From an optimization exercise on the open Yosys and OpenROAD flow, aimed at small area, a short achievable clock period and few clock cycles per item; shortcuts taken in it are not production practice. The RTL was checked by simulation tests, not by an equivalence proof against the original design.

## v26
## aes256_enc
module aes256_enc (
    input  wire         clk,
    input  wire         rst,
    input  wire         in_valid,
    output wire         in_ready,
    input  wire [255:0] in_key,
    input  wire [127:0] in_block,
    output wire         out_valid,
    output wire [127:0] out_block
);
  localparam HW = 12;         
  localparam KW = 9;          
  reg [127:0]     a_state, c_state;
  reg [255:0]     a_key,   c_key;
  reg             a_valid, c_valid;
  reg  [2:0]      a_pass,  c_pass;
  reg             a_last,  c_last;
  reg [16*HW-1:0] b_h,     d_h;
  reg [4*KW-1:0]  b_kh,    d_kh;
  reg [255:0]     b_key,   d_key;
  reg             b_valid, d_valid;
  reg  [2:0]      b_pass,  d_pass;
  reg             b_last,  d_last;
  reg [127:0]     out_q;
  reg             out_valid_q;
  reg             in_ready_q;    
  reg             load_q;        
  reg             load_nq;       
  wire [16*HW-1:0] ah, ch;
  wire [4*KW-1:0]  akh, ckh;
  genvar i;
  generate
    for (i = 0; i < 16; i = i + 1) begin : g_s1
      aes_sbox_p1d u_a (.u(a_state[127-8*i -: 8]), .h(ah[16*HW-1-HW*i -: HW]));
      aes_sbox_p1d u_c (.u(c_state[127-8*i -: 8]), .h(ch[16*HW-1-HW*i -: HW]));
    end
    for (i = 0; i < 4; i = i + 1) begin : g_k1
      aes_sbox_p1k u_a (.u(a_key[31-8*i -: 8]), .h(akh[4*KW-1-KW*i -: KW]));
      aes_sbox_p1k u_c (.u(c_key[31-8*i -: 8]), .h(ckh[4*KW-1-KW*i -: KW]));
    end
  endgenerate
  wire [7:0]   bsb [0:15];
  wire [7:0]   dsb [0:15];
  wire [127:0] b_shifted, d_shifted;
  wire [127:0] b_mixed,   d_mixed;
  wire [127:0] result;
  wire [31:0]  b_ksub, d_ksub;
  ...
export LEC_CHECK = 0
export CAP_MARGIN = 20
export CELL_PAD_IN_SITES_DETAIL_PLACEMENT = 0
export CELL_PAD_IN_SITES_GLOBAL_PLACEMENT = 0
export CORE_MARGIN = 2
export CORE_UTILIZATION = 45
export CTS_BUF_LIST = sky130_fd_sc_hd__clkbuf_16
export CTS_CLUSTER_DIAMETER = 120
export CTS_CLUSTER_SIZE = 24
export GPL_ROUTABILITY_DRIVEN = 0
export PLACE_DENSITY = 0.55
export SETUP_SLACK_MARGIN = 5
export SLEW_MARGIN = 20
export SYNTH_HIERARCHICAL = 1
export SYNTH_MINIMUM_KEEP_SIZE = 0
create_clock -name core_clock -period 9.0 [get_ports {clk}]
standard.sh (not shown) runs the stock make flow with config.mk's settings and CLKGATE_MAP_FILE= SYNTH_SCRIPT=/design/flow/synth_recipe.tcl, a recipe that flattens the netlist after the stock synthesis.
==> flow/flow/run.sh <==
#!/bin/bash
set -euo pipefail
args=""
while IFS= read -r line; do
  [[ -z "$line" || "$line" == \#* ]] && continue
  args="$args '$line'"
done < flow/extra.txt
grep -q 'SETUP_SLACK_MARGIN=' standard.sh || true
sed "s/SETUP_SLACK_MARGIN=[-0-9.]* //; s|\"\${@:-finish}\"|$args \"\${@:-finish}\"|" standard.sh > standard_extra.sh
bash standard_extra.sh > flow.log 2>&1
==> flow/flow/extra.txt <==
SETUP_SLACK_MARGIN=5.75
BUFFER_PORTS_ARGS=-buffer_cell sky130_fd_sc_hd__buf_1
In summary, v26 completed successfully, with a layout that passed the timing, DRC and antenna checks.
Testbench counts of v26, summed over its fixed seeds: cycles 7,208, blocks 1,024.
Setup changes, v26 to v7
- GPL_ROUTABILITY_DRIVEN no longer set, was 0
- CELL_PAD_IN_SITES_DETAIL_PLACEMENT now 1, was 0
- CELL_PAD_IN_SITES_GLOBAL_PLACEMENT now 1, was 0
==> flow/flow/extra.txt <==
SETUP_SLACK_MARGIN=5.6
BUFFER_PORTS_ARGS=-buffer_cell sky130_fd_sc_hd__buf_1
Notes after the runs:
Against v26 as the reference, v7 delivers a higher number of global-route vias before repair. Multi-input gate share of total cell area sits lower in v7 than in v26.
Inputs modified between v7 and v56:
- setting GPL_ROUTABILITY_DRIVEN to 0 for the first time
==> flow/flow/extra.txt <==
SETUP_SLACK_MARGIN=5.75
BUFFER_PORTS_ARGS=-buffer_cell sky130_fd_sc_hd__buf_1
SKIP_GATE_CLONING=1
--- outcome ---
Looking at register-to-register path setup slack across v56 and v7, the one that comes out lower is v7.
[compare] base=v7 new=v56: maximum frequency went up, worst setup slack picked up an extra 190 ps, final hold slack moved down, non-clock buffer count climbed 143, sequential share of layout area has decreased.

========
Starting RTL as in the previous note.
==> flow/config.mk <==
export PLATFORM = sky130hd
export DESIGN_NAME = aes256_enc
export DESIGN_NICKNAME = aes256_enc
export VERILOG_FILES = /design/flow/design.v
export SDC_FILE = /design/flow/constraint.sdc
export NUM_CORES = 4
export LEC_CHECK = 0
export CAP_MARGIN = 20
export CELL_PAD_IN_SITES_DETAIL_PLACEMENT = 1
export CELL_PAD_IN_SITES_GLOBAL_PLACEMENT = 1
export CORE_MARGIN = 2
export CORE_UTILIZATION = 45
export CTS_BUF_LIST = sky130_fd_sc_hd__clkbuf_16
export CTS_CLUSTER_DIAMETER = 120
export CTS_CLUSTER_SIZE = 24
export GPL_ROUTABILITY_DRIVEN = 0
export PLACE_DENSITY = 0.55
export SETUP_SLACK_MARGIN = 5
export SLEW_MARGIN = 20
export SYNTH_HIERARCHICAL = 1
export SYNTH_MINIMUM_KEEP_SIZE = 0
==> flow/constraint.sdc <==
create_clock -name core_clock -period 9.0 [get_ports {clk}]
set_input_delay 1.8000 -clock core_clock [delete_from_list [all_inputs] [get_ports {clk}]]
set_output_delay 1.8000 -clock core_clock [all_outputs]
set_load 0.01 [all_outputs]
==> flow/flow/extra.txt <==
SETUP_SLACK_MARGIN=5.45
BUFFER_PORTS_ARGS=-buffer_cell sky130_fd_sc_hd__buf_1
Scripts as last shown in full above: flow/flow/run.sh
The starting point completed without violations.
Testbench counts at the start, summed over its fixed seeds: cycles 7,208, blocks 1,024.
Change:
==> flow/flow/extra.txt (replaced) <==
SETUP_SLACK_MARGIN=5.6
BUFFER_PORTS_ARGS=-buffer_cell sky130_fd_sc_hd__buf_1
- CORE_UTILIZATION: 45 -> 50
- GPL_ROUTABILITY_DRIVEN: 0 -> not set
- PLACE_DENSITY: 0.55 -> 0.6
Outcome: The new run completed without violations; maximum frequency came out higher by a few percent; setup slack gains 82 ps; non-clock buffer count came out higher by 95; wire length came out lower slightly; via count came out higher by a few percent.
Change:
- CORE_UTILIZATION: 50 -> 45
- CTS_BUF_LIST: sky130_fd_sc_hd__clkbuf_16 -> sky130_fd_sc_hd__clkbuf_8
- CTS_CLUSTER_DIAMETER: 120 -> not set
- CTS_CLUSTER_SIZE: 24 -> not set
- PLACE_DENSITY: 0.6 -> 0.55
=> Global-route usage goes down by 2.2 points. Via count increases slightly. Count of clock-buffer cells in the layout climbs by 333. Area after synthesis does not change. Core utilization drops by 2.8 points. Final cell count came out higher by a few percent. Register-to-register slack is better by 30 ps. Non-clock buffer count goes down by 6. Clock skew goes up by 61 ps.
Change:
==> flow/flow/extra.txt (replaced) <==
SETUP_SLACK_MARGIN=5.8
BUFFER_PORTS_ARGS=-buffer_cell sky130_fd_sc_hd__buf_1
=> Sequential share of layout area fell by 1.7 points. Cell count rose slightly. Hold slack improved by 20 ps. Wire length rose by a few percent. Fmax rose slightly. Final area rose by a few percent. Worst setup slack improved by 43 ps. Die area stays the same. Core utilization rose by 3.1 points. Global-route usage rose by 0.29 points.

separate check: timing with driven ports:
The flow's constraints put no driver on any port. The routed layouts listed below were extracted and timed again, unchanged, in two steps. Step 1 assumes that a clkbuf_16 drives the clock port and a buf_2 every other input. Step 2 also shifts input and output timing later by t, the mid clock arrival at the registers, as if the neighbouring blocks saw the same clock. Three values: ideal, step 1, step 2; two values: the first two.
run | shift t [ns] | slack for setup (ns) | worst data-port slew with drivers (ns)
v26 | 0.855 | 5.585 / 5.585 / 5.585 | 0.26
v7 | 0.879 | 5.554 / 5.554 / 5.531 | 0.23
v56 | 0.873 | 5.744 / 5.707 / 5.420 | 0.24
the first run of note 2 | 0.871 | 5.416 / 5.402 / 5.370 | 0.22
the second run of note 2 | 0.845 | 5.497 / 5.497 / 5.497 | 0.29
the third run of note 2 | 1.108 | 5.524 / 5.496 / 5.524 | 0.22
the fourth run of note 2 | 1.138 | 5.567 / 5.470 / 5.472 | 0.21
After both steps every run listed still meets setup and hold. The setup slack of v56, which loses most, moves by -0.037 ns with the drivers and by -0.324 ns with both steps.
